This is an optimization exercise on Yosys and OpenROAD, whose aim is small area, a short achievable clock period and few clock cycles per item, not a production implementation.
Function was checked by simulation only, so behaviour that the tests miss may differ from the original.

File: design/flow/design.v
module pv_sha256 (
    input  wire         clk,
    input  wire         rst,
    input  wire         in_valid,
    output wire         in_ready,
    input  wire         in_first,
    input  wire [511:0] in_block,
    output reg          out_valid,
    output wire [255:0] out_digest
);
    localparam [255:0] IV = {
        32'h6a09e667, 32'hbb67ae85, 32'h3c6ef372, 32'ha54ff53a,
        32'h510e527f, 32'h9b05688c, 32'h1f83d9ab, 32'h5be0cd19
    };
    function [31:0] rotr;
        input [31:0] x;
        input [4:0]  n;
        begin
            rotr = (x >> n) | (x << (6'd32 - {1'b0, n}));
        end
    endfunction
    function [31:0] knext;
        input [6:0] i;
        begin
            case (i)
                7'd0: knext = 32'h71374491;
                7'd1: knext = 32'hb5c0fbcf;
                7'd2: knext = 32'he9b5dba5;
                7'd3: knext = 32'h3956c25b;
                7'd4: knext = 32'h59f111f1;
                7'd5: knext = 32'h923f82a4;
                7'd6: knext = 32'hab1c5ed5;
                7'd7: knext = 32'hd807aa98;
                7'd8: knext = 32'h12835b01;
                7'd9: knext = 32'h243185be;
                7'd10: knext = 32'h550c7dc3;
                7'd11: knext = 32'h72be5d74;
                7'd12: knext = 32'h80deb1fe;
                7'd13: knext = 32'h9bdc06a7;
                7'd14: knext = 32'hc19bf174;
                7'd15: knext = 32'he49b69c1;
                7'd16: knext = 32'hefbe4786;
                7'd17: knext = 32'h0fc19dc6;
                7'd18: knext = 32'h240ca1cc;
                7'd19: knext = 32'h2de92c6f;
                7'd20: knext = 32'h4a7484aa;
                7'd21: knext = 32'h5cb0a9dc;
                7'd22: knext = 32'h76f988da;
                7'd23: knext = 32'h983e5152;
                7'd24: knext = 32'ha831c66d;
                7'd25: knext = 32'hb00327c8;
                7'd26: knext = 32'hbf597fc7;
                7'd27: knext = 32'hc6e00bf3;
                7'd28: knext = 32'hd5a79147;
                7'd29: knext = 32'h06ca6351;
                7'd30: knext = 32'h14292967;
                7'd31: knext = 32'h27b70a85;
                7'd32: knext = 32'h2e1b2138;
                7'd33: knext = 32'h4d2c6dfc;
                7'd34: knext = 32'h53380d13;
                7'd35: knext = 32'h650a7354;
                7'd36: knext = 32'h766a0abb;
                7'd37: knext = 32'h81c2c92e;
                7'd38: knext = 32'h92722c85;
                7'd39: knext = 32'ha2bfe8a1;
                7'd40: knext = 32'ha81a664b;
                7'd41: knext = 32'hc24b8b70;
                7'd42: knext = 32'hc76c51a3;
                7'd43: knext = 32'hd192e819;
                7'd44: knext = 32'hd6990624;
                7'd45: knext = 32'hf40e3585;
                7'd46: knext = 32'h106aa070;
                7'd47: knext = 32'h19a4c116;
                7'd48: knext = 32'h1e376c08;
                7'd49: knext = 32'h2748774c;
                7'd50: knext = 32'h34b0bcb5;
                7'd51: knext = 32'h391c0cb3;
                7'd52: knext = 32'h4ed8aa4a;
                7'd53: knext = 32'h5b9cca4f;
                7'd54: knext = 32'h682e6ff3;
                7'd55: knext = 32'h748f82ee;
                7'd56: knext = 32'h78a5636f;
                7'd57: knext = 32'h84c87814;
                7'd58: knext = 32'h8cc70208;
                7'd59: knext = 32'h90befffa;
                7'd60: knext = 32'ha4506ceb;
                7'd61: knext = 32'hbef9a3f7;
                7'd62: knext = 32'hc67178f2;
                default: knext = 32'h428a2f98;
            endcase
        end
    endfunction
    reg        run;         
    reg [6:0]  cnt;         
    reg        ready_q;     
    reg        prep;        
    reg        fin;         
    reg        first_q;     
    reg [3:0]  wi;          
    reg        insel;       
    wire free  = ~run | (cnt == 7'd64);
    wire start = in_valid & free;
    assign in_ready = ready_q;
    reg       run_n;
    reg [6:0] cnt_n;
    always @(*) begin
        run_n = run;
        cnt_n = cnt;
        if (start) begin
            run_n = 1'b1;
            cnt_n = 7'd0;
        end else if (run) begin
            cnt_n = cnt + 7'd1;
            if (cnt == 7'd64)
                run_n = 1'b0;
        end
    end
    always @(posedge clk) begin
        if (rst) begin
            run       <= 1'b0;
            cnt       <= 7'd65;
            ready_q   <= 1'b0;
            prep      <= 1'b0;
            fin       <= 1'b0;
            out_valid <= 1'b0;
            wi        <= 4'd0;
            insel     <= 1'b1;
        end else begin
            fin       <= run & (cnt == 7'd64);
            out_valid <= fin;
            prep      <= start;
            run       <= run_n;
            cnt       <= cnt_n;
            ready_q   <= run & (cnt == 7'd13);
            wi        <= start ? 4'd1 : ((wi == 4'd0) | (wi == 4'd15)) ? 4'd0 : wi + 4'd1;
            insel     <= ~run_n | (cnt_n <= 7'd14) | (cnt_n == 7'd64);
        end
    end
    always @(posedge clk) begin
        if (start)
            first_q <= in_first;
    end
    reg [31:0] a, b, c, d, e, f, g, h;
    reg [31:0] p;                   
    reg [31:0] kt;                  
    reg [511:0] w;                  
    reg [31:0] r0, r1, r2, r3;      
    reg [31:0] q0, q1, q2, q3;      
    reg        ph_sh;       
    reg        ga;          
    wire c61_63 = run & (cnt >= 7'd61) & (cnt <= 7'd63);
    wire c64    = run & (cnt == 7'd64);
    always @(posedge clk) begin
        ph_sh  <= prep | c61_63;
        ga     <= c61_63 | c64;
    end
    reg [15:0] ivz;
    reg        ivn;
    wire       use_iv_n = first_q & (c61_63 | c64);
    wire [3:0] ph_n = {c64, run & (cnt == 7'd63), run & (cnt == 7'd62),
                       run & (cnt == 7'd61)};
    integer k;
    always @(posedge clk) begin
        ivn <= ~use_iv_n;
        for (k = 0; k < 16; k = k + 1)
            ivz[k] <= use_iv_n & |(ph_n & k[3:0]);
    end
    function [3:0] ivpat;           
        input [31:0] w62, w63, w64, wf;
        input [4:0]  i;
        begin
            ivpat = {wf[i], w64[i], w63[i], w62[i]};
        end
    endfunction
    reg [31:0] xr, xq;
    integer j;
    always @(*) begin
        for (j = 0; j < 32; j = j + 1) begin
            xr[j] = ivz[ivpat(IV[159:128], IV[191:160], IV[223:192], IV[255:224], j)] | (ivn & r3[j]);
            xq[j] = ivz[ivpat(IV[31:0], IV[63:32], IV[95:64], IV[127:96], j)] | (ivn & q3[j]);
        end
    end
    wire [31:0] sr = xr + (ga ? a : 32'd0);
    wire [31:0] sq = xq + (ga ? e : 32'd0);
    always @(posedge clk) begin
        if (ph_sh) begin
            r0 <= sr; r1 <= r0; r2 <= r1; r3 <= r2;
            q0 <= sq; q1 <= q0; q2 <= q1; q3 <= q2;
        end else if (fin) begin
            r3 <= sr;
            q3 <= sq;
        end
    end
    assign out_digest = {r3, r0, r1, r2, q3, q0, q1, q2};
    wire [255:0] chain = first_q ? IV : {sr, r0, r1, r2, sq, q0, q1, q2};
    wire [31:0] s1 = rotr(e, 5'd6) ^ rotr(e, 5'd11) ^ rotr(e, 5'd25);
    wire [31:0] ch = (e & f) ^ (~e & g);
    wire [31:0] s0 = rotr(a, 5'd2) ^ rotr(a, 5'd13) ^ rotr(a, 5'd22);
    wire [31:0] mj = (a & b) | (c & (a | b));
    function [31:0] addsel;
        input [31:0] x, y, alt;
        input        sel;
        reg   [31:0] p0, g0, pp, gg, np, ng, c, h0, h1;
        begin
            p0 = x ^ y; g0 = x & y; pp = p0; gg = g0;
            np = pp; ng = gg;
            ng[1] = gg[1] | (pp[1] & gg[0]); np[1] = pp[1] & pp[0]; ng[2] = gg[2] | (pp[2] & gg[1]); np[2] = pp[2] & pp[1]; ng[3] = gg[3] | (pp[3] & gg[2]); np[3] = pp[3] & pp[2]; ng[4] = gg[4] | (pp[4] & gg[3]); np[4] = pp[4] & pp[3]; ng[5] = gg[5] | (pp[5] & gg[4]); np[5] = pp[5] & pp[4]; ng[6] = gg[6] | (pp[6] & gg[5]); np[6] = pp[6] & pp[5]; ng[7] = gg[7] | (pp[7] & gg[6]); np[7] = pp[7] & pp[6]; ng[8] = gg[8] | (pp[8] & gg[7]); np[8] = pp[8] & pp[7]; ng[9] = gg[9] | (pp[9] & gg[8]); np[9] = pp[9] & pp[8]; ng[10] = gg[10] | (pp[10] & gg[9]); np[10] = pp[10] & pp[9]; ng[11] = gg[11] | (pp[11] & gg[10]); np[11] = pp[11] & pp[10]; ng[12] = gg[12] | (pp[12] & gg[11]); np[12] = pp[12] & pp[11]; ng[13] = gg[13] | (pp[13] & gg[12]); np[13] = pp[13] & pp[12]; ng[14] = gg[14] | (pp[14] & gg[13]); np[14] = pp[14] & pp[13]; ng[15] = gg[15] | (pp[15] & gg[14]); np[15] = pp[15] & pp[14]; ng[16] = gg[16] | (pp[16] & gg[15]); np[16] = pp[16] & pp[15]; ng[17] = gg[17] | (pp[17] & gg[16]); np[17] = pp[17] & pp[16]; ng[18] = gg[18] | (pp[18] & gg[17]); np[18] = pp[18] & pp[17]; ng[19] = gg[19] | (pp[19] & gg[18]); np[19] = pp[19] & pp[18]; ng[20] = gg[20] | (pp[20] & gg[19]); np[20] = pp[20] & pp[19]; ng[21] = gg[21] | (pp[21] & gg[20]); np[21] = pp[21] & pp[20]; ng[22] = gg[22] | (pp[22] & gg[21]); np[22] = pp[22] & pp[21]; ng[23] = gg[23] | (pp[23] & gg[22]); np[23] = pp[23] & pp[22]; ng[24] = gg[24] | (pp[24] & gg[23]); np[24] = pp[24] & pp[23]; ng[25] = gg[25] | (pp[25] & gg[24]); np[25] = pp[25] & pp[24]; ng[26] = gg[26] | (pp[26] & gg[25]); np[26] = pp[26] & pp[25]; ng[27] = gg[27] | (pp[27] & gg[26]); np[27] = pp[27] & pp[26]; ng[28] = gg[28] | (pp[28] & gg[27]); np[28] = pp[28] & pp[27]; ng[29] = gg[29] | (pp[29] & gg[28]); np[29] = pp[29] & pp[28]; ng[30] = gg[30] | (pp[30] & gg[29]); np[30] = pp[30] & pp[29]; ng[31] = gg[31] | (pp[31] & gg[30]); np[31] = pp[31] & pp[30];
            pp = np; gg = ng;
            np = pp; ng = gg;
            ng[2] = gg[2] | (pp[2] & gg[0]); np[2] = pp[2] & pp[0]; ng[3] = gg[3] | (pp[3] & gg[1]); np[3] = pp[3] & pp[1]; ng[4] = gg[4] | (pp[4] & gg[2]); np[4] = pp[4] & pp[2]; ng[5] = gg[5] | (pp[5] & gg[3]); np[5] = pp[5] & pp[3]; ng[6] = gg[6] | (pp[6] & gg[4]); np[6] = pp[6] & pp[4]; ng[7] = gg[7] | (pp[7] & gg[5]); np[7] = pp[7] & pp[5]; ng[8] = gg[8] | (pp[8] & gg[6]); np[8] = pp[8] & pp[6]; ng[9] = gg[9] | (pp[9] & gg[7]); np[9] = pp[9] & pp[7]; ng[10] = gg[10] | (pp[10] & gg[8]); np[10] = pp[10] & pp[8]; ng[11] = gg[11] | (pp[11] & gg[9]); np[11] = pp[11] & pp[9]; ng[12] = gg[12] | (pp[12] & gg[10]); np[12] = pp[12] & pp[10]; ng[13] = gg[13] | (pp[13] & gg[11]); np[13] = pp[13] & pp[11]; ng[14] = gg[14] | (pp[14] & gg[12]); np[14] = pp[14] & pp[12]; ng[15] = gg[15] | (pp[15] & gg[13]); np[15] = pp[15] & pp[13]; ng[16] = gg[16] | (pp[16] & gg[14]); np[16] = pp[16] & pp[14]; ng[17] = gg[17] | (pp[17] & gg[15]); np[17] = pp[17] & pp[15]; ng[18] = gg[18] | (pp[18] & gg[16]); np[18] = pp[18] & pp[16]; ng[19] = gg[19] | (pp[19] & gg[17]); np[19] = pp[19] & pp[17]; ng[20] = gg[20] | (pp[20] & gg[18]); np[20] = pp[20] & pp[18]; ng[21] = gg[21] | (pp[21] & gg[19]); np[21] = pp[21] & pp[19]; ng[22] = gg[22] | (pp[22] & gg[20]); np[22] = pp[22] & pp[20]; ng[23] = gg[23] | (pp[23] & gg[21]); np[23] = pp[23] & pp[21]; ng[24] = gg[24] | (pp[24] & gg[22]); np[24] = pp[24] & pp[22]; ng[25] = gg[25] | (pp[25] & gg[23]); np[25] = pp[25] & pp[23]; ng[26] = gg[26] | (pp[26] & gg[24]); np[26] = pp[26] & pp[24]; ng[27] = gg[27] | (pp[27] & gg[25]); np[27] = pp[27] & pp[25]; ng[28] = gg[28] | (pp[28] & gg[26]); np[28] = pp[28] & pp[26]; ng[29] = gg[29] | (pp[29] & gg[27]); np[29] = pp[29] & pp[27]; ng[30] = gg[30] | (pp[30] & gg[28]); np[30] = pp[30] & pp[28]; ng[31] = gg[31] | (pp[31] & gg[29]); np[31] = pp[31] & pp[29];
            pp = np; gg = ng;
            np = pp; ng = gg;
            ng[4] = gg[4] | (pp[4] & gg[0]); np[4] = pp[4] & pp[0]; ng[5] = gg[5] | (pp[5] & gg[1]); np[5] = pp[5] & pp[1]; ng[6] = gg[6] | (pp[6] & gg[2]); np[6] = pp[6] & pp[2]; ng[7] = gg[7] | (pp[7] & gg[3]); np[7] = pp[7] & pp[3]; ng[8] = gg[8] | (pp[8] & gg[4]); np[8] = pp[8] & pp[4]; ng[9] = gg[9] | (pp[9] & gg[5]); np[9] = pp[9] & pp[5]; ng[10] = gg[10] | (pp[10] & gg[6]); np[10] = pp[10] & pp[6]; ng[11] = gg[11] | (pp[11] & gg[7]); np[11] = pp[11] & pp[7]; ng[12] = gg[12] | (pp[12] & gg[8]); np[12] = pp[12] & pp[8]; ng[13] = gg[13] | (pp[13] & gg[9]); np[13] = pp[13] & pp[9]; ng[14] = gg[14] | (pp[14] & gg[10]); np[14] = pp[14] & pp[10]; ng[15] = gg[15] | (pp[15] & gg[11]); np[15] = pp[15] & pp[11]; ng[16] = gg[16] | (pp[16] & gg[12]); np[16] = pp[16] & pp[12]; ng[17] = gg[17] | (pp[17] & gg[13]); np[17] = pp[17] & pp[13]; ng[18] = gg[18] | (pp[18] & gg[14]); np[18] = pp[18] & pp[14]; ng[19] = gg[19] | (pp[19] & gg[15]); np[19] = pp[19] & pp[15]; ng[20] = gg[20] | (pp[20] & gg[16]); np[20] = pp[20] & pp[16]; ng[21] = gg[21] | (pp[21] & gg[17]); np[21] = pp[21] & pp[17]; ng[22] = gg[22] | (pp[22] & gg[18]); np[22] = pp[22] & pp[18]; ng[23] = gg[23] | (pp[23] & gg[19]); np[23] = pp[23] & pp[19]; ng[24] = gg[24] | (pp[24] & gg[20]); np[24] = pp[24] & pp[20]; ng[25] = gg[25] | (pp[25] & gg[21]); np[25] = pp[25] & pp[21]; ng[26] = gg[26] | (pp[26] & gg[22]); np[26] = pp[26] & pp[22]; ng[27] = gg[27] | (pp[27] & gg[23]); np[27] = pp[27] & pp[23]; ng[28] = gg[28] | (pp[28] & gg[24]); np[28] = pp[28] & pp[24]; ng[29] = gg[29] | (pp[29] & gg[25]); np[29] = pp[29] & pp[25]; ng[30] = gg[30] | (pp[30] & gg[26]); np[30] = pp[30] & pp[26]; ng[31] = gg[31] | (pp[31] & gg[27]); np[31] = pp[31] & pp[27];
            pp = np; gg = ng;
            np = pp; ng = gg;
            ng[8] = gg[8] | (pp[8] & gg[0]); np[8] = pp[8] & pp[0]; ng[9] = gg[9] | (pp[9] & gg[1]); np[9] = pp[9] & pp[1]; ng[10] = gg[10] | (pp[10] & gg[2]); np[10] = pp[10] & pp[2]; ng[11] = gg[11] | (pp[11] & gg[3]); np[11] = pp[11] & pp[3]; ng[12] = gg[12] | (pp[12] & gg[4]); np[12] = pp[12] & pp[4]; ng[13] = gg[13] | (pp[13] & gg[5]); np[13] = pp[13] & pp[5]; ng[14] = gg[14] | (pp[14] & gg[6]); np[14] = pp[14] & pp[6]; ng[15] = gg[15] | (pp[15] & gg[7]); np[15] = pp[15] & pp[7]; ng[16] = gg[16] | (pp[16] & gg[8]); np[16] = pp[16] & pp[8]; ng[17] = gg[17] | (pp[17] & gg[9]); np[17] = pp[17] & pp[9]; ng[18] = gg[18] | (pp[18] & gg[10]); np[18] = pp[18] & pp[10]; ng[19] = gg[19] | (pp[19] & gg[11]); np[19] = pp[19] & pp[11]; ng[20] = gg[20] | (pp[20] & gg[12]); np[20] = pp[20] & pp[12]; ng[21] = gg[21] | (pp[21] & gg[13]); np[21] = pp[21] & pp[13]; ng[22] = gg[22] | (pp[22] & gg[14]); np[22] = pp[22] & pp[14]; ng[23] = gg[23] | (pp[23] & gg[15]); np[23] = pp[23] & pp[15]; ng[24] = gg[24] | (pp[24] & gg[16]); np[24] = pp[24] & pp[16]; ng[25] = gg[25] | (pp[25] & gg[17]); np[25] = pp[25] & pp[17]; ng[26] = gg[26] | (pp[26] & gg[18]); np[26] = pp[26] & pp[18]; ng[27] = gg[27] | (pp[27] & gg[19]); np[27] = pp[27] & pp[19]; ng[28] = gg[28] | (pp[28] & gg[20]); np[28] = pp[28] & pp[20]; ng[29] = gg[29] | (pp[29] & gg[21]); np[29] = pp[29] & pp[21]; ng[30] = gg[30] | (pp[30] & gg[22]); np[30] = pp[30] & pp[22]; ng[31] = gg[31] | (pp[31] & gg[23]); np[31] = pp[31] & pp[23];
            pp = np; gg = ng;
            np = pp; ng = gg;
            ng[16] = gg[16] | (pp[16] & gg[0]); np[16] = pp[16] & pp[0]; ng[17] = gg[17] | (pp[17] & gg[1]); np[17] = pp[17] & pp[1]; ng[18] = gg[18] | (pp[18] & gg[2]); np[18] = pp[18] & pp[2]; ng[19] = gg[19] | (pp[19] & gg[3]); np[19] = pp[19] & pp[3]; ng[20] = gg[20] | (pp[20] & gg[4]); np[20] = pp[20] & pp[4]; ng[21] = gg[21] | (pp[21] & gg[5]); np[21] = pp[21] & pp[5]; ng[22] = gg[22] | (pp[22] & gg[6]); np[22] = pp[22] & pp[6]; ng[23] = gg[23] | (pp[23] & gg[7]); np[23] = pp[23] & pp[7]; ng[24] = gg[24] | (pp[24] & gg[8]); np[24] = pp[24] & pp[8]; ng[25] = gg[25] | (pp[25] & gg[9]); np[25] = pp[25] & pp[9]; ng[26] = gg[26] | (pp[26] & gg[10]); np[26] = pp[26] & pp[10]; ng[27] = gg[27] | (pp[27] & gg[11]); np[27] = pp[27] & pp[11]; ng[28] = gg[28] | (pp[28] & gg[12]); np[28] = pp[28] & pp[12]; ng[29] = gg[29] | (pp[29] & gg[13]); np[29] = pp[29] & pp[13]; ng[30] = gg[30] | (pp[30] & gg[14]); np[30] = pp[30] & pp[14]; ng[31] = gg[31] | (pp[31] & gg[15]); np[31] = pp[31] & pp[15];
            pp = np; gg = ng;
            c  = {gg[30:0], 1'b0};
            h0 = sel ? alt : p0;
            h1 = sel ? alt : ~p0;
            addsel = (c & h1) | (~c & h0);
        end
    endfunction
    function [31:0] bsel;
        input [31:0] m, x, y;
        begin
            bsel = (m & x) | (~m & y);
        end
    endfunction
    wire [31:0] u1  = p ^ ch;
    wire [31:0] l1s = u1 ^ mj;
    wire [31:0] l1c = bsel(u1, mj, p);                     
    wire [31:0] l1cc = {l1c[30:0], 1'b0};
    wire [31:0] u2  = s1 ^ s0;
    wire [31:0] uco = bsel(u2, l1cc, s1);                  
    wire [31:0] ut  = u2 ^ (l1cc ^ l1s);
    wire [31:0] uci = {uco[30:0], 1'b0};
    wire [31:0] afs = ut ^ uci;
    wire [31:0] afc = bsel(ut, uci, l1s);
    wire [31:0] a_d = addsel(afs, {afc[30:0], 1'b0}, chain[255:224], prep);
    wire [31:0] v12 = ch ^ d;
    wire [31:0] vco = bsel(v12, p, ch);                    
    wire [31:0] vt  = v12 ^ (p ^ s1);
    wire [31:0] vci = {vco[30:0], 1'b0};
    wire [31:0] vsm = vt ^ vci;
    wire [31:0] vcy = bsel(vt, vci, s1);
    wire [31:0] e_d = addsel(vsm, {vcy[30:0], 1'b0}, chain[127:96], prep);
    reg [31:0] w_in;
    always @(*) begin
        case (wi)
            4'd0: w_in = in_block[511:480];
            4'd1: w_in = in_block[479:448];
            4'd2: w_in = in_block[447:416];
            4'd3: w_in = in_block[415:384];
            4'd4: w_in = in_block[383:352];
            4'd5: w_in = in_block[351:320];
            4'd6: w_in = in_block[319:288];
            4'd7: w_in = in_block[287:256];
            4'd8: w_in = in_block[255:224];
            4'd9: w_in = in_block[223:192];
            4'd10: w_in = in_block[191:160];
            4'd11: w_in = in_block[159:128];
            4'd12: w_in = in_block[127:96];
            4'd13: w_in = in_block[95:64];
            4'd14: w_in = in_block[63:32];
            default: w_in = in_block[31:0];
        endcase
    end
    wire [31:0] w0  = w[31:0];
    wire [31:0] w1  = w[63:32];
    wire [31:0] w6  = w[223:192];
    wire [31:0] w14 = w[479:448];
    wire [31:0] w15 = w[511:480];
    wire [31:0] ss0 = rotr(w14, 5'd7) ^ rotr(w14, 5'd18) ^ (w14 >> 3);
    wire [31:0] ss1 = rotr(w1, 5'd17) ^ rotr(w1, 5'd19) ^ (w1 >> 10);
    wire [31:0] z12 = w15 ^ w6;
    wire [31:0] zco = bsel(z12, ss0, w15);                 
    wire [31:0] zt  = z12 ^ (ss0 ^ ss1);
    wire [31:0] zci = {zco[30:0], 1'b0};
    wire [31:0] zsm = zt ^ zci;
    wire [31:0] zcy = bsel(zt, zci, ss1);
    wire [31:0] w_d = addsel(zsm, {zcy[30:0], 1'b0}, w_in, insel);
    wire [31:0] hsrc = prep ? chain[31:0] : g;
    wire [31:0] q12  = kt ^ w0;
    wire [31:0] q1s  = q12 ^ hsrc;
    wire [31:0] q1c  = bsel(q12, hsrc, kt);                
    wire [31:0] p_n  = q1s + {q1c[30:0], 1'b0};
    always @(posedge clk) begin
        w <= {w[479:0], w_d};
        p <= p_n;
        kt <= knext(cnt);
        a <= a_d;
        e <= e_d;
        if (prep) begin
            {b, c, d} <= chain[223:128];
            {f, g, h} <= chain[95:0];
        end else begin
            b <= a; c <= b; d <= c;
            f <= e; g <= f; h <= g;
        end
    end
endmodule
File: design/flow/run.sh
#!/bin/bash
# synth_recipe.tcl (not shown) runs the flow's synth.tcl, then flattens the netlist and writes it again
# the make line also repeats each setting of config.mk as NAME=value (left out here)
make -C /OpenROAD-flow-scripts/flow DESIGN_CONFIG=/design/flow/config.mk WORK_HOME=/design/flow/orfs CLKGATE_MAP_FILE= SYNTH_SCRIPT=/design/flow/synth_recipe.tcl finish
File: design/flow/config.mk
export PLATFORM = sky130hd
export DESIGN_NAME = pv_sha256
export DESIGN_NICKNAME = pv_sha256
export VERILOG_FILES = /design/flow/design.v
export SDC_FILE = /design/flow/constraint.sdc
export NUM_CORES = 4
export LEC_CHECK = 0
export CAP_MARGIN = 30
export CORE_MARGIN = 2
export CORE_UTILIZATION = 45
export CTS_CLUSTER_DIAMETER = 100
export CTS_CLUSTER_SIZE = 24
export SETUP_SLACK_MARGIN = 4.5
export SLEW_MARGIN = 40
File: design/flow/constraint.sdc
create_clock -name core_clock -period 8.5 [get_ports {clk}]
set_input_delay 1.7000 -clock core_clock [delete_from_list [all_inputs] [get_ports {clk}]]
set_output_delay 1.7000 -clock core_clock [all_outputs]
set_load 0.01 [all_outputs]
==> reports/metrics.cfg, run 1 <==
[sta]
timing.hold.ws_ns = 0.325
setup_violations = 0
fmax_ghz = 0.238
worstMarginPinSlew_ns = 0.984
finalCritPeriodShare_pct = 49.4
finClkSkew_ns = 0.0395
hold_violations = 0
tns_ns = 0
slew_headroom_pct = 34.3
layout_setup_ws_ns = 4.30
rsz0062_at_grt = yes
period_needed_ns = 4.20
finalMaxSlewViolations = 0

[drt]
wirelength_mm = 253
vias = 46600
ant_nets = 0
wl_per_cell_um = 33.6
drc = 0
viasPerCell = 6.19
drtIter0Drc = 6460
first_pass_iters = 9

[clock_network]
clk_pin_slew_ns = 0.12
cts_buffer_depth = 3
tritoncts = done
cts_inserted_buffers = 52
cts_sinks = 1092
clock_latency_ns = 0.71
clock-root-buffer = clkbuf_16
htreeDepth = 2
ctsHoldBuffers = 0

[floorplan]
rows = 126
ioPinCount = 774
fp.dieH_um = 348
core_um2 = 118000
fp.dieArea_um2 = 121000
initial_utilization_pct = 45.2
die-width_um = 348

[yosys]
yosys_most_used_dff = dfxtp_1
synth.distinct_cells = 86
async_reset_ff_share_pct = 0
synth_seq_area_share_pct = 46.0
yosysWarnings = 1
netlist_area_um2 = 53100
synth_cells = 5190
synth_nets = 5917
ys_ff_latch = 1092
synth_edf_count = 257
avgSynthCellArea_um2 = 10.2

[critical_path]
worst-setup-path-type = flop to flop
cp-end-kind = flop
crit_chain = and2_4, o21a_1, nor2_2, xor2_1, xnor2_2, ha_4, and3_4, a221o_1, a21oi_2, nor2_1, and4b_2, o221ai_4, a221o_1, a21o_1, mux2_4, a31oi_1
worstPathRequired_ns = 9.12
cp.arrival_ns = 4.82
crit_top_cell = a221o_1
path_buf_inv = 0
r2r_slack_ns = 4.30
cp_slowest_cell = a221o_1
critPathTopFamily = compound AO/OA/AOI/OAI gates
cpPeakStageDelay_ns = 0.43
path_max_fanout = 5
start_kind = flop

[placed_design]
routabilityCongestion = 1.03
dp_slack_ns = 3.25
hpwl_mm = 197
port_buffers = 773

[worst_hold_path]
hold_path.class = flop to flop

[global_routing]
grt_antenna_before_repair = 57
grt_max_degree = 85
track_usage_pct = 39.9
grt_pass1_vias = 43700
grt_pass1_wl_mm = 341
overflow = 0

[run]
max-cap-violations = 0

[finish]
layout-area-overhead-vs-synth_pct = 26.8
nNetsFinal = 6665
largest_register_ffs = 512
drive_above_1_share_pct = 12.7
fillerInstances = 9758
regMostFlops = w

[run_status]
status = no timing/DRC/antenna violations

cell usage in the layout, fill, tap and decap left out, types with 167 or more instances in the layout:
cell type	instances
nand2_1	311
a21oi_1	225
buf_4	167
xnor2_1	492
o21ai_0	206
edfxtp_1	257
xor2_1	218
clkdlybuf4s50_1	773
nor2_1	294
dfxtp_1	743
ha_1	180
stage by stage:
stage | util (%) | area, um2 | instances
6_report | 57.3 | 67400 | 7524
4_1_cts | 55.9 | 65800 | 7448
2_1_floorplan | - | 53300 | 5190
5_1_grt | 57.3 | 67300 | 7517
3_3_place_gp | 53.0 | 62300 | 7275
3_5_place_dp | 53.0 | 62400 | 7280
worst register-to-register path, stage by stage, from the launching register on:
cell	delay, ns
dfxtp_4	0.39
and2_4	0.15
o21a_1	0.23
nor2_2	0.18
xor2_1	0.33
xnor2_2	0.18
ha_4	0.23
and3_4	0.18
a221o_1	0.43
a21oi_2	0.17
nor2_1	0.07
and4b_2	0.40
o221ai_4	0.13
a221o_1	0.37
a21o_1	0.19
mux2_4	0.31
a31oi_1	0.18
layout make-up:
class | instances | area [um2] | share of cell area [%]
timing repair inverter | 1 | 11.3 | 0.0167
antenna | 21 | 52.6 | 0.0780
tap | 1536 | 1920 | 2.85
clock buffer | 77 | 1420 | 2.10
timing repair buffer | 970 | 9420 | 14.0
clock inverter | 6 | 118 | 0.175
inverter | 135 | 536 | 0.795
multi-input combinational | 3686 | 29200 | 43.4
sequential | 1092 | 24700 | 36.6
final timing paths:
| path | from | endpoint | depth (start not counted) |
|---|---|---|---|
| setup / recovery | e[9]$_DFF_P_ | e[30]$_DFF_P_ | 16 |
| hold reg to reg | w[314]$_DFF_P_ | w[346]$_DFF_P_ | 0 |
| hold / removal | w[314]$_DFF_P_ | w[346]$_DFF_P_ | 0 |
| setup reg to reg | e[9]$_DFF_P_ | e[30]$_DFF_P_ | 16 |
synth_stat cells (43+ instances only):
cell type,instances,share of area [%]
ha_1,208,4.9
maj3_1,180,3.4
a21oi_1,254,2.4
o22a_1,98,1.6
nand4_1,43,0.51
clkbuf_1,244,1.7
edfxtp_1,257,15
and2_1,83,0.98
nor2b_1,56,0.66
nand2_1,313,2.2
inv_1,134,0.95
xnor2_1,575,9.5
mux2_2,58,1.2
o22ai_1,48,0.57
a22o_1,115,1.9
nand3_1,79,0.74
nor2_1,304,2.1
a21o_1,123,1.7
a22oi_1,124,1.8
o21ai_0,232,2.2
xor2_1,234,3.9
dfxtp_1,835,31
a221oi_1,56,0.92
timing repair:
item,CTS,global route
gates resized for setup,303,217
gates cloned,2,1
setup buffers,83,52
setup endpoints to repair,101,79
pin swaps,90,104
logic make-up (layout without fill, tap and decap cells):
family                   after synthesis  after routing  share of synthesized area [%]
AO/OA/AOI/OAI                       1366           1366                           18.0
flip-flops                          1092           1092                           46.0
AND/OR/NAND/NOR                     1028           1030                           8.98
XOR/XNOR                             829            829                           14.2
buffers and inverters                414           1189                           2.94
adder cells (fa/ha/maj)              391            391                           8.40
multiplexers                          70             70                           1.50
other                                  0             21                              0
routing by layer:
metal  vias to the layer above  share of wire, %  track usage (%)  wire length, um
li1                      20200                 -                -                -
met1                     23000                42             57.0           107000
met2                      2899                43             59.4           108000
met3                       484                11             9.72            29000
met4                         6               3.6             12.2             9230
met5                         -             0.013                0               33
Testbench counts, summed over its fixed seeds: cycles 24,984, blocks 384.
==> run 2, diff against run 1 <==
--- a/design/flow/design.v
+++ b/design/flow/design.v
@@ -235,7 +235,7 @@
     wire [31:0] l1c = bsel(u1, mj, p);                     
     wire [31:0] l1cc = {l1c[30:0], 1'b0};
     wire [31:0] u2  = s1 ^ s0;
-    wire [31:0] uco = bsel(u2, l1cc, s1);                  
+    wire [31:0] uco = bsel(l1cc, s1 | s0, s1 & s0);        
     wire [31:0] ut  = u2 ^ (l1cc ^ l1s);
     wire [31:0] uci = {uco[30:0], 1'b0};
     wire [31:0] afs = ut ^ uci;
--- a/design/flow/config.mk
+++ b/design/flow/config.mk
@@ -7,7 +7,7 @@
 export LEC_CHECK = 0
 export CAP_MARGIN = 30
 export CORE_MARGIN = 2
-export CORE_UTILIZATION = 45
+export CORE_UTILIZATION = 40
 export CTS_CLUSTER_DIAMETER = 100
 export CTS_CLUSTER_SIZE = 24
 export SETUP_SLACK_MARGIN = 4.5
==> reports/metrics.cfg, run 2 <==
[run_status]
status = no timing/DRC/antenna violations

[finish]
design_area_um2 = 68500  ; +1.7%
multi_input_area_um2 = 29900  ; +2.2%
seqCellArea_um2 = 24700  ; about the same
nNetsFinal = 6895  ; +3.5%
fillerInstances = 12100  ; +24%
layout-area-overhead-vs-synth_pct = 26.5
final_cell_mix = 773 x clkdlybuf4s50_1, 735 x dfxtp_1, 435 x xnor2_1, 348 x nand2_1, 326 x nor2_1
regMostFlops = w
largest_register_ffs = 512  ; unchanged
drive_above_1_share_pct = 11.8  ; -0.84 points
final_common_cell = clkdlybuf4s50_1
finish.utilization_pct = 51.1  ; -6.2 points

[critical_path]
worst-setup-path-type = flop to flop
cp.arrival_ns = 4.80  ; -0.02 ns
path_max_fanout = 4  ; -1
crit_chain = mux2_4, maj3_2, nor2_4, nor2b_4, xnor2_1, ha_1, a211o_1, a2111o_1, a21oi_4, a211oi_4, buf_4, nor4_4, o31ai_4, buf_6, a2111oi_4, o21ai_2, o221ai_2
cpPeakStageDelay_ns = 0.48  ; +0.05 ns
worst-r2r-cell-count = 17  ; +1
rr_startpoint = e[1]$_DFF_P_
critPathTopFamily = compound AO/OA/AOI/OAI gates
r2r_slack_ns = 4.30  ; about the same
start_kind = flop
cp_slowest_cell = a2111o_1
worstReg2RegEnd = e[31]$_DFF_P_
worstPathRequired_ns = 9.10  ; -0.02 ns
path_buf_inv = 2  ; +2
cp-end-kind = flop

[yosys]
yosysWarnings = 1  ; unchanged
async_reset_ff_share_pct = 0  ; unchanged
synth_cells = 5369  ; +3.4%
netlist_area_um2 = 54100  ; +1.9%
yosys_most_used_dff = dfxtp_1
yosysTopAreaCell = dfxtp_1
synth.distinct_cells = 86  ; unchanged
synth_seq_area_share_pct = 45.1  ; -0.85 points
avgSynthCellArea_um2 = 10.1  ; -1.5%
ys_ff_latch = 1092  ; unchanged
synth_edf_count = 257  ; unchanged
synth_nets = 6156  ; +4.0%
synth.most_common_cell = dfxtp_1
synth_area_leaders = dfxtp_1 31%, edfxtp_1 14%, xnor2_1 8.5%
yosys.area.top_type_share_pct = 30.9  ; -0.58 points
synthTopCellsByCount = 835 x dfxtp_1, 526 x xnor2_1, 353 x nand2_1, 335 x nor2_1, 280 x o21ai_0

[sta]
period_needed_ns = 4.20  ; +0.00300 ns
finClkSkew_ns = 0.0480  ; +0.00856 ns
tns_ns = 0  ; unchanged
timing.hold.ws_ns = 0.309  ; -0.0152 ns
worstMarginPinSlew_ns = 1.02  ; +0.0330 ns
slew_headroom_pct = 32.2  ; -2.1 points
rsz0062_at_grt = yes
finalMaxSlewViolations = 0  ; unchanged
finalCritPeriodShare_pct = 49.4  ; about the same
setup_violations = 0  ; unchanged
fmax_ghz = 0.238  ; about the same
hold_violations = 0  ; unchanged

[global_routing]
grt_max_degree = 85  ; unchanged
overflow = 0  ; unchanged
grt_pass1_vias = 43100  ; -1.5%
grt_pass1_wl_mm = 353  ; +3.4%
track_usage_pct = 36.8  ; -3.1 points
grt_antenna_before_repair = 58  ; +1.8%

[drt]
wirelength_mm = 266  ; +5.2%
drtIter0Drc = 6374  ; -1.3%
first_pass_iters = 7  ; -2
drc = 0  ; unchanged
wl_per_cell_um = 33.6  ; -0.12%
viasPerCell = 5.94  ; -4.1%
ant_nets = 0  ; unchanged
vias = 47000  ; +0.93%

[floorplan]
ioPinCount = 774  ; unchanged
core_um2 = 134000  ; +14%
initial_utilization_pct = 40.4  ; -4.8 points
fp.dieArea_um2 = 138000  ; +14%
die-width_um = 372  ; +7.0%
fp.dieH_um = 372  ; +7.0%
rows = 134  ; +6.3%

[run]
max-cap-violations = 0  ; unchanged

[worst_hold_path]
hold-path-endpoint = w[427]$_DFF_P_
worst_hold_path.num_cells = 0  ; unchanged
hold_start = w[395]$_DFF_P_
hold_path.class = flop to flop

[clock_network]
tritoncts = done
cts_sinks = 1092  ; unchanged
clock-root-buffer = clkbuf_16
clk_pin_slew_ns = 0.11  ; about the same
clock_latency_ns = 0.71  ; about the same
cts_inserted_buffers = 53  ; +1.9%
htreeDepth = 2  ; unchanged
cts_buffer_depth = 3  ; unchanged

[placed_design]
routabilityCongestion = 1.10  ; +7.0%
place_area_um2 = 63600  ; +1.9%
port_buffers = 773  ; unchanged
hpwl_mm = 213  ; +8.2%

-- run 2: changes by cell type in the layout (fill, tap and decap cells not counted), sizes merged, moves of 16 or more --
cell	change
ha	+60
xnor2	-50
maj3	-49
o21ai	+44
inv	+40
nand2	+40
nor2	+30
xor2	+30
a22oi	-29
nor3	+21
nand3	-19
o22a	+16
-- run 2: worst max path at each step --
| stage | cells after the start | from | to | slack (ns) |
|---|---|---|---|---|
| after detailed placement | 15 | prep$_SDFF_PP0_ | p[31]$_DFF_P_ | 3.24 |
| after floorplan | 16 | e[1]$_DFF_P_ | e[27]$_DFF_P_ | 4.51 |
| final | 17 | e[1]$_DFF_P_ | e[31]$_DFF_P_ | 4.30 |
| after CTS | 17 | first_q$_DFFE_PP_ | p[31]$_DFF_P_ | 4.38 |
| after global routing | 17 | e[1]$_DFF_P_ | e[31]$_DFF_P_ | 4.23 |
| after global placement | 15 | prep$_SDFF_PP0_ | p[31]$_DFF_P_ | 3.35 |
-- run 2: repair_timing --
| item | CTS | global route |
|---|---|---|
| setup buffers | 52 | 77 |
| endpoints found under the setup margin | 146 | 94 |
| resized for setup | 222 | 286 |
| cloned | 1 | 1 |
| pin swaps | 47 | 108 |
| hold buffers | 0 | 0 |
-- run 2: layer usage --
layer / global-route usage, % / share of wire, % / vias to the layer above
met5: 0 / 0.019 / -
met4: 6.92 / 2.3 / 10
li1: - / - / 20700
met1: 54.5 / 45 / 23500
met3: 9.43 / 11 / 311
met2: 54.0 / 42 / 2563
-- run 2: layout make-up --
type	count	share of cell area, %
antenna	18	0.0658
clock buffer	75	2.07
clock inverter	8	0.243
inverter	178	1.01
multi-input combinational	3811	43.6
sequential	1092	36.0
tap	1768	3.23
timing repair buffer	972	13.7
-- run 2: cells by family (layout without fill, tap and decap cells) --
logic type / count (synthesis) / after routing / synth area share [%]
AO/OA/AOI/OAI: 1433 / 1433 / 18.5
other: 0 / 18 / 0
AND/OR/NAND/NOR: 1092 / 1093 / 9.26
multiplexers: 74 / 74 / 1.56
XOR/XNOR: 809 / 809 / 13.6
flip-flops: 1092 / 1092 / 45.1
adder cells (fa/ha/maj): 402 / 402 / 8.73
buffers and inverters: 467 / 1233 / 3.24
-- run 2: metrics by stage --
step | setup slack, ns | cells
3_5_place_dp | 3.24 | 7690
2_1_floorplan | 4.51 | 5369
4_1_cts | 4.38 | 7826
3_3_place_gp | 3.35 | 7682
5_1_grt | 4.23 | 7911
6_report | 4.30 | 7922
Testbench counts of run 2, summed over its fixed seeds: cycles 24,984, blocks 384.

## port drivers added, routing unchanged
How much do the figures lean on ideal ports? The routed layouts below were timed once more, with nothing changed but the port constraints.
Step 1, drivers: a clkbuf_16 drives clk and a buf_2 each remaining input, both assumed.
Step 2 moves the port delays by t, midway between the first and last clock arrival at a register: inputs arrive t later, outputs are due t later. That takes back most of the time a late clock gives input paths.
Three values: ideal, step 1, step 2; two values: the first two.
| run | t (ns) | slack for setup (ns) | pins driven straight from the clock port |
|---|---|---|---|
| run 1 | 0.768 | 4.303 / 4.302 / 3.998 | 1 |
| run 2 | 0.764 | 4.300 / 4.300 / 4.300 | 1 |
After both steps every run listed still meets setup and hold. For run 1, which loses most, drivers alone change the setup slack by -0.001 ns; drivers and shift together by -0.305 ns.
